Context: an optimization exercise on an open-source flow, tuned for small area and a short achievable clock period. The choices shown serve that exercise and are no tape-out recipe.
At most, simulation tests tie the RTL to the original design; equivalence was not proved.
The clock port is modelled as an ideal driver; clocking choices that lean on that would not hold on a real chip.

== run 1 ==
## ecc_bch_codec
module ecc_bch_codec (
    input  wire        clk,
    input  wire        rst,           
    input  wire        in_valid,
    input  wire [63:0] in_wdata,      
    input  wire [63:0] in_rdata,      
    input  wire [15:0] in_rcheck,     
    output reg         out_valid,
    output reg  [15:0] out_wcheck,    
    output reg  [63:0] out_data,      
    output reg         out_ce,        
    output reg         out_ue,        
    output reg  [1:0]  out_nbits      
);
Size: ~230 I/O pins, roughly 12000 um2 of cells after synthesis.
Settings: LEC_CHECK=0, CAP_MARGIN=20, CORE_MARGIN=2, CORE_UTILIZATION=70, SLEW_MARGIN=20, SYNTH_HIERARCHICAL=1, SYNTH_MINIMUM_KEEP_SIZE=0; clock period 34.0 ns.
standard.sh (not shown) runs the stock make flow with config.mk's settings and CLKGATE_MAP_FILE= SYNTH_SCRIPT=/design/flow/synth_recipe.tcl, a recipe that flattens the netlist after the stock synthesis.
==> flow/flow/run.sh <==
#!/bin/bash
# Own layout flow: the standard ORFS flow (standard.sh, so the synthesis is
# the standard one), with these changes to how the layout is made:
#  - OpenROAD's timing repair aims at the setup slack in flow/margin.txt;
#  - the port buffers are sky130_fd_sc_hd__buf_1;
#  - any further make variables listed in flow/extra.txt (one per line);
#  - flow/post_cts.tcl, if present, runs at the end of ORFS's CTS step.
# The full make/ORFS output goes to orfs_make.log; ORFS keeps each step's log
# under orfs/logs/.
set -euo pipefail
MARGIN=$(cat flow/margin.txt)
EXTRA=()
if [[ -f flow/extra.txt ]]; then
  while IFS= read -r line; do [[ -n "$line" ]] && EXTRA+=("$line"); done < flow/extra.txt
fi
if [[ -f flow/post_cts.tcl ]]; then
  EXTRA+=("POST_CTS_TCL=$PWD/flow/post_cts.tcl")
fi
bash standard.sh \
  "SETUP_SLACK_MARGIN=${MARGIN}" \
  "BUFFER_PORTS_ARGS=-buffer_cell sky130_fd_sc_hd__buf_1" \
  "${EXTRA[@]}" \
  finish > orfs_make.log 2>&1
==> flow/flow/extra.txt <==
CTS_ARGS=-sink_clustering_enable -repair_clock_nets -buf_list sky130_fd_sc_hd__clkbuf_8 -dont_use_dummy_load
==> flow/flow/margin.txt <==
25.5
==> flow/flow/post_cts.tcl <==
# After CTS: a leaf clock buffer of the small type that drives many flip-flops
# is swapped for the larger clock buffer, to keep the flip-flop clock slew low.
set changed 0
foreach inst [get_cells clkbuf_*] {
  if {[get_property $inst ref_name] ne "sky130_fd_sc_hd__clkbuf_8"} { continue }
  set out [get_pins -of_objects $inst -filter "direction==output"]
  set n [llength [get_pins -of_objects [get_nets -of_objects $out] -filter "direction==input"]]
  if {$n >= 18} {
    puts "post_cts: [get_full_name $inst] drives $n pins, now sky130_fd_sc_hd__clkbuf_16"
    replace_cell $inst sky130_fd_sc_hd__clkbuf_16
    incr changed
  }
}
if {$changed} { detailed_placement }
Input changes introduced in run 2 (baseline for comparison: run 1):
Settings: CORE_UTILIZATION now 40, was 70.
==> flow/flow/margin.txt <==
25.6
Notes after the runs:
- In summary, run 2 completed successfully, with a layout that passed the timing, design-rule and antenna checks.
- Taking run 1 as 1.0, run 2 lands at 0.948 on wire length of the first global-routing pass.
- Run 2 ends up with higher cell count than run 1 does.
- The number of cells on the critical path on run 1 is in line with that on run 2.
- Run 2: final area 3.8% above run 1
> inputs changed (run 2 -> run 3)
Settings: CORE_UTILIZATION: 40 -> 55.
==> flow/flow/margin.txt <==
25.4
==> run notes <==
- Status | run 2 and run 3 | clean
- Between run 3 and run 2, it is run 3 whose final cell count is lower, by about 6%.
- Compared with run 2, run 3 shows a area enclosed by the die boundary that is 8300 um2 lower.
- Compared with run 2, wire length reported by the detailed router in run 3 decreased slightly.
- Between run 2 and run 3, the difference in clock latency of the later-clocked register in the worst-skew pair is negligible.
- Run 3 ended up with s13_r$_DFF_P_ as its termination of the worst setup path; run 2 ended up with wc0_r$_DFF_P_.
- Looking at delay of the slowest cell on the worst path across run 2 and run 3, the one that comes out higher is run 3.
For run 4, these inputs were changed with respect to run 3:
Settings: CORE_UTILIZATION changed from 55 to 40.
==> flow/flow/margin.txt <==
25.5
[summary]
Run 4: full flow OK, the timing, design-rule and antenna checks passed. Between run 3 and run 4, arrival time reported for the critical path endpoint is lower for run 4, run 3 comes in above that. Compared with run 3, run 4 shows a final critical-path share of the clock period that is 0.23 points lower. Run 4 against run 3: setup slack moved up; chip height moved up. Between run 3 and run 4, the flow reports core outline area increasing by more than a quarter. Highest routed metal layer: met5 -> run 4, met4 -> run 3. Summary of run 4 over run 3: average detailed-routed wire length per instance lower; port buffer count roughly the same; buffer count excluding the clock tree in the final layout lower.

---

Another version of the RTL of ecc_bch_codec (not shown whole).
Size: about 180 flip-flops.
export LEC_CHECK = 0
export CAP_MARGIN = 20
export CORE_MARGIN = 2
export CORE_UTILIZATION = 40
export SLEW_MARGIN = 20
export SYNTH_HIERARCHICAL = 1
export SYNTH_MINIMUM_KEEP_SIZE = 0
create_clock -name core_clock -period 34.0 [get_ports {clk}]
==> flow/flow/margin.txt <==
25.5
Scripts as last shown in full above: flow/flow/run.sh, flow/flow/extra.txt, flow/flow/post_cts.tcl
==> next run, changes <==
==> flow/flow/margin.txt (replaced) <==
25.7
What happened:
- clock-buffer cell count is unchanged
- cell count increases by about 0.6%
- setup slack gains 0.11 ns
- cell area increases by about 5%
- first-iteration DRC count came out higher by 6.2%
- core utilization went up by 2.3 points
- synthesized area is unchanged
- register-to-register slack loses 0.04 ns
==> next run, changes <==
==> flow/flow/margin.txt (replaced) <==
25.3
What happened: The changed run completed with no timing, DRC or antenna violations. Design area falls by about 5.6%. Via count rises by 0.53%. Synthesized area stays the same. Die area does not change. Sequential share of layout area rises by 1.5 points. Clock skew falls by 0.012 ns. Routed wire length falls by 2.4%.
==> next run, changes <==
==> flow/flow/run.sh (replaced) <==
#!/bin/bash
# Own layout flow: the standard ORFS flow (standard.sh, unchanged synthesis),
# with a setup-slack target for OpenROAD's timing repair and a small buffer cell
# for the port buffers. Everything else is as the standard flow's layout.
set -euo pipefail
MARGIN=$(cat flow/margin.txt)
bash standard.sh \
  "SETUP_SLACK_MARGIN=${MARGIN}" \
  "BUFFER_PORTS_ARGS=-buffer_cell sky130_fd_sc_hd__buf_1" \
  finish > orfs_make.log 2>&1
removed: flow/flow/extra.txt
removed: flow/flow/post_cts.tcl
The new run ran to the end with no violations.
Final cell count goes up by 0.76%.
Routed wire length went up by 0.89%.
Non-clock buffer count stays the same.
Synthesized area is unchanged.
No functional check of the RTL was part of any run of this note.

---

ecc_bch_codec, a different RTL version from the one above (not shown whole).
For scale: roughly 12000 um2 of cells after synthesis.
export LEC_CHECK = 0
export CAP_MARGIN = 20
export CORE_MARGIN = 2
export CORE_UTILIZATION = 40
export SLEW_MARGIN = 20
export SYNTH_HIERARCHICAL = 1
export SYNTH_MINIMUM_KEEP_SIZE = 0
create_clock -name core_clock -period 34.0 [get_ports {clk}]
==> flow/flow/run.sh <==
#!/bin/bash
# Own layout flow: the standard ORFS flow (standard.sh, unchanged synthesis),
# with a setup-slack target for OpenROAD's timing repair and a small buffer cell
# for the port buffers. Everything else is as the standard flow's layout.
set -euo pipefail
MARGIN=$(cat flow/margin.txt)
bash standard.sh \
  "SETUP_SLACK_MARGIN=${MARGIN}" \
  "BUFFER_PORTS_ARGS=-buffer_cell sky130_fd_sc_hd__buf_1" \
  finish > orfs_make.log 2>&1
==> flow/flow/margin.txt <==
25.6
The baseline passed the timing, design-rule and antenna checks.
Then changed:
==> flow/flow/margin.txt (replaced) <==
25.3
CTS_BUF_LIST = sky130_fd_sc_hd__clkbuf_4 sky130_fd_sc_hd__clkbuf_16   (was unset)
Outcome:
- setup slack loses 200 ps
- via count falls by about 1%
- design area falls by about 3.3%
- clock skew barely changes
- wire length falls by 0.93%
Then changed:
CTS_BUF_LIST = sky130_fd_sc_hd__clkbuf_8 sky130_fd_sc_hd__clkbuf_16   (was sky130_fd_sc_hd__clkbuf_4 sky130_fd_sc_hd__clkbuf_16)
Cell area stays the same.
Die area does not change.
Core utilization is unchanged.
Synthesized cell count stays the same.
Sequential share of layout area is unchanged.
Then changed:
==> flow/flow/run.sh (replaced) <==
#!/bin/bash
# Own layout flow: the standard ORFS flow (standard.sh, so the synthesis is
# the standard one), with these changes to how the layout is made:
#  - OpenROAD's timing repair aims at the setup slack in flow/margin.txt;
#  - the port buffers are sky130_fd_sc_hd__buf_1;
#  - any further make variables listed in flow/extra.txt (one per line);
#  - flow/post_cts.tcl, if present, runs at the end of ORFS's CTS step.
# The full make/ORFS output goes to orfs_make.log; ORFS keeps each step's log
# under orfs/logs/.
set -euo pipefail
MARGIN=$(cat flow/margin.txt)
EXTRA=()
if [[ -f flow/extra.txt ]]; then
  while IFS= read -r line; do [[ -n "$line" ]] && EXTRA+=("$line"); done < flow/extra.txt
fi
if [[ -f flow/post_cts.tcl ]]; then
  EXTRA+=("POST_CTS_TCL=$PWD/flow/post_cts.tcl")
fi
bash standard.sh \
  "SETUP_SLACK_MARGIN=${MARGIN}" \
  "BUFFER_PORTS_ARGS=-buffer_cell sky130_fd_sc_hd__buf_1" \
  "${EXTRA[@]}" \
  finish > orfs_make.log 2>&1
==> flow/flow/extra.txt (new file) <==
CTS_ARGS=-sink_clustering_enable -repair_clock_nets -buf_list sky130_fd_sc_hd__clkbuf_8 -dont_use_dummy_load
==> flow/flow/margin.txt (replaced) <==
25.0
==> flow/flow/post_cts.tcl (new file) <==
# After CTS: a leaf clock buffer of the small type that drives many flip-flops
# is swapped for the larger clock buffer, to keep the flip-flop clock slew low.
set changed 0
foreach inst [get_cells clkbuf_*] {
  if {[get_property $inst ref_name] ne "sky130_fd_sc_hd__clkbuf_8"} { continue }
  set out [get_pins -of_objects $inst -filter "direction==output"]
  set n [llength [get_pins -of_objects [get_nets -of_objects $out] -filter "direction==input"]]
  if {$n >= 18} {
    puts "post_cts: [get_full_name $inst] drives $n pins, now sky130_fd_sc_hd__clkbuf_16"
    replace_cell $inst sky130_fd_sc_hd__clkbuf_16
    incr changed
  }
}
if {$changed} { detailed_placement }
CTS_BUF_LIST = unset   (was sky130_fd_sc_hd__clkbuf_8 sky130_fd_sc_hd__clkbuf_16)
Result: The changed run finished clean; routed wire length hardly moves; fmax went down by 1.0%; utilization falls by 1.5 points.

-- static timing again, ports no longer ideal --
No port has a modelled driver above. Below, the same layouts with a new extraction and two added sets of constraints.
Step 1 (the two cells are an assumption about what drives the block):
set clk [get_ports {clk}]
set_driving_cell -lib_cell sky130_fd_sc_hd__clkbuf_16 $clk
set_driving_cell -lib_cell sky130_fd_sc_hd__buf_2 [delete_from_list [all_inputs] $clk]
Step 2 adds t to the input delays and takes it off the output delays; t is the mean of the earliest and latest rising clock arrival at the registers after step 1. Input paths then give back, and output paths get back, about the clock's delay inside the block.
Slacks: no drivers / after step 1 / after step 2; pairs: no drivers / after step 1.
| run | shift t [ns] | slack for setup (ns) | hold slack, ns |
|---|---|---|---|
| run 1 | 0.494 | 25.430 / 25.440 / 24.946 | 0.344 / 0.344 / 0.344 |
| run 2 | 0.499 | 25.632 / 25.656 / 25.156 | 0.369 / 0.369 / 0.369 |
| run 3 | 0.496 | 25.490 / 25.508 / 25.012 | 0.337 / 0.337 / 0.337 |
| run 4 | 0.504 | 25.568 / 25.589 / 25.085 | 0.370 / 0.370 / 0.370 |
| the first run of note 2 | 0.500 | 25.554 / 25.573 / 25.072 | 0.343 / 0.343 / 0.343 |
| the second run of note 2 | 0.504 | 25.661 / 25.684 / 25.181 | 0.341 / 0.341 / 0.341 |
| the third run of note 2 | 0.497 | 25.393 / 25.417 / 24.920 | 0.344 / 0.344 / 0.344 |
| the fourth run of note 2 | 0.485 | 25.391 / 25.411 / 24.925 | 0.338 / 0.338 / 0.338 |
| the first run of note 3 | 0.492 | 25.625 / 25.645 / 25.152 | 0.330 / 0.330 / 0.330 |
| the second run of note 3 | 0.488 | 25.423 / 25.445 / 24.957 | 0.330 / 0.330 / 0.330 |
| the third run of note 3 | 0.488 | 25.423 / 25.445 / 24.957 | 0.330 / 0.330 / 0.330 |
| the fourth run of note 3 | 0.510 | 25.336 / 25.344 / 24.835 | 0.322 / 0.322 / 0.322 |
After both steps every run listed still meets setup and hold. For the fourth run of note 3, which loses most, drivers alone change the setup slack by +0.008 ns; drivers and shift together by -0.501 ns.
